Context: an optimization exercise on an open-source flow, tuned for small area, a short achievable clock period and few clock cycles. The choices shown serve that exercise and are no tape-out recipe. Only simulation tests tie the RTL to the original design; equivalence was not proved. Power and IR drop assume default switching activity.

// auction_unit
module auction_unit (
    input  wire         clk,
    input  wire         rst,
    input  wire         bid_valid,
    output wire         bid_ready,
    input  wire [15:0]  bid_qid,
    input  wire [3:0]   bid_booth,
    input  wire [2:0]   bid_origin,
    input  wire [31:0]  bid_score,
    input  wire [47:0]  bid_item,
    input  wire         cmd_valid,
    output wire         cmd_ready,
    input  wire [1:0]   cmd_op,
    input  wire [15:0]  cmd_qid,
    input  wire [3:0]   cmd_booth,
    input  wire [7:0]   cmd_k,
    input  wire         cmd_mode,
    input  wire         cmd_dir,
    output reg          out_valid,
    input  wire         out_ready,
    output reg          out_last,
    output wire [127:0] out_data,
    output wire         idle,
    output wire         au_heaps,
    output wire [7:0]   au_pool,
    output reg  [15:0]  au_bids,
    output reg  [15:0]  au_dropunk,
    output reg  [15:0]  au_droplate,
    output reg  [15:0]  au_dropfor,
    output reg  [15:0]  au_badbid,
    output reg  [15:0]  au_opens,
    output reg  [15:0]  au_closes,
    output reg  [25:0]  au_lastdrop
);
For scale: ~6900 cells after synthesis, roughly 420 I/O pins, about 0.095 sq mm of cells after synthesis.
Settings: LEC_CHECK=0, ABC_CLOCK_PERIOD_IN_PS=3500, CAP_MARGIN=20, CORE_MARGIN=2, CORE_UTILIZATION=60, CTS_CLUSTER_DIAMETER=60, CTS_CLUSTER_SIZE=30, PLACE_DENSITY=0.72, SETUP_SLACK_MARGIN=5, SLEW_MARGIN=20; clock period 10.0 ns.
standard.sh (not shown) runs the stock make flow with config.mk's settings and CLKGATE_MAP_FILE= SYNTH_SCRIPT=/design/flow/synth_recipe.tcl, a recipe that flattens the netlist after the stock synthesis.
==> flow/flow/run.sh <==
#!/bin/bash
set -euo pipefail
bash standard.sh SETUP_SLACK_MARGIN=6.4 finish > standard_flow.log 2>&1
Testbench counts at the start, summed over its fixed seeds: cycles 15,788.
==> next run, changes <==
--- a/flow/design.v
+++ b/flow/design.v
@@ -255,22 +255,24 @@
     wire adv    = !p_res;                 
     wire b_go   = s_b && adv;
     wire apply  = b_go && (drop == 3'd0);
     wire [55:0] r_rest = {r_key[7:0], r_item};
     reg  [3:0] r_ql, r_qe;
     always @(*) begin
         for (i = 0; i < 4; i = i + 1)
             {r_ql[i], r_qe[i]} = cmp14(p_rest[14*i +: 14], r_rest[14*i +: 14]);
     end
     wire r_lt   = t_l[3] || (t_e[3] && (t_l[2] || (t_e[2] && (t_l[1] || (t_e[1] && t_l[0])))));
     wire r_done = p_res && p_rsv && p_hv;    
+    wire [NS-1:0] rsel_close = onehot(ord[4'd0 - h_k[3:0]]);
+    wire [NS-1:0] rsel_step  = onehot(ord[l_pos + 4'd1]);
     reg [15:0] ahead_r;
     always @(*) begin
         for (i = 0; i < 16; i = i + 1)
             ahead_r[i] = vr[i] && (emp[i] || p_lt[ord[i]]);
     end
     wire       insert   = p_dec && (!h_full || p_ltw);
     wire [4:0]    nx_spare    = !insert ? spare    : h_full ? ord[15] : spare + 5'd1;
     wire [NS-1:0] nx_spare_oh = !insert ? spare_oh : h_full ? w_oh    : {spare_oh[NS-2:0], 1'b0};
     wire [NS-1:0] nx_w_oh     = !insert ? w_oh : ahead_r[14] ? onehot(ord[14]) : spare_oh;
     wire [NS-1:0] nx_used     = (used | (insert ? spare_oh : {NS{1'b0}})) &
                                 ~((insert && h_full) ? w_oh : {NS{1'b0}});
@@ -394,32 +396,36 @@
             p_rsv <= 1'b1;
             p_hv  <= p_rsv && !p_hv;
             t_l   <= r_ql;
             t_e   <= r_qe;
             if (r_done) begin
                 p_lt  <= p_lt | (rsel & {NS{r_lt}});
                 p_ltw <= p_ltw | ((rsel & w_oh) != 0 && r_lt);
                 p_t   <= p_t_r;
             end
         end else begin
             p_lt   <= k_lt;
-            p_ltw  <= (k_lt & nx_w_oh) != 0;
+            p_ltw  <= !insert     ? (k_lt & w_oh) != 0 :
+                      ahead_r[14] ? (k_lt & onehot(ord[14])) != 0 :
+                                    (k_lt & spare_oh) != 0;
             p_t    <= b_t;
             p_rsv  <= 1'b0;
             p_rest <= {s_key[7:0], s_item};
         end
         p_tie <= nx_ptie;
         if (p_res && (!p_rsv || p_hv))
             rsel <= low1(p_rsv ? p_t_r : p_t);
-        else if (do_close || l_step)
-            rsel <= onehot(ord[do_close ? 4'd0 - h_k[3:0] : l_pos + 4'd1]);
+        else if (do_close)
+            rsel <= rsel_close;
+        else if (l_step)
+            rsel <= rsel_step;
         if (do_close)
             l_pos <= 4'd0 - h_k[3:0];
         else if (l_step)
             l_pos <= l_pos + 4'd1;
         spare    <= do_open ? 5'd0 : nx_spare;
         spare_oh <= do_open ? {{(NS-1){1'b0}}, 1'b1} : nx_spare_oh;
         w_oh     <= nx_w_oh;
         used     <= do_open ? {NS{1'b0}} : nx_used;
         if (apply)
             h_applied <= sat_inc(h_applied);
         if (p_dec && !h_full) begin
Result: The new run produced a clean layout. Critical path depth came out higher by 2. Global-route usage came out lower by 0.31 points. Clock skew stays flat. Synthesized area increases by 0.46%. Worst setup slack is worse by 0.033 ns. Register-to-register slack degrades by 0.03 ns. Combinational power grows by 28%. Cell area stays flat. First-iteration DRC count hardly moves. Worst hold slack improved by 0.0039 ns. Power grows by 8.1%. Via count shrinks by about 0.4%. Utilization goes down by 0.23 points.
Testbench counts after the change, summed over its fixed seeds: cycles 15,788.

-- separate check: timing with driven ports --
The results above use ideal ports. As a check the final layouts listed here were re-extracted and re-timed, cells and wires unchanged.
Step 1 assumes that a clkbuf_16 drives the clock port and a buf_2 every other input.
Step 2 times the ports against the registers' clock, not the clock port: input delays grow and output delays shrink by t, the midpoint of the rising clock arrivals with the driver on.
Three values: no drivers, after step 1, after step 2; two values: the first two.
| run | shift t [ns] | setup slack, ns | worst setup path at the end |
|---|---|---|---|
| the first run | 0.891 | 6.178 / 6.178 / 5.605 | input to register |
| the second run | 0.901 | 6.145 / 6.145 / 5.486 | input to register |
After both steps setup and hold are still met in every run listed. For the second run, which loses most, drivers alone change the setup slack by 0.000 ns; drivers and shift together by -0.659 ns.
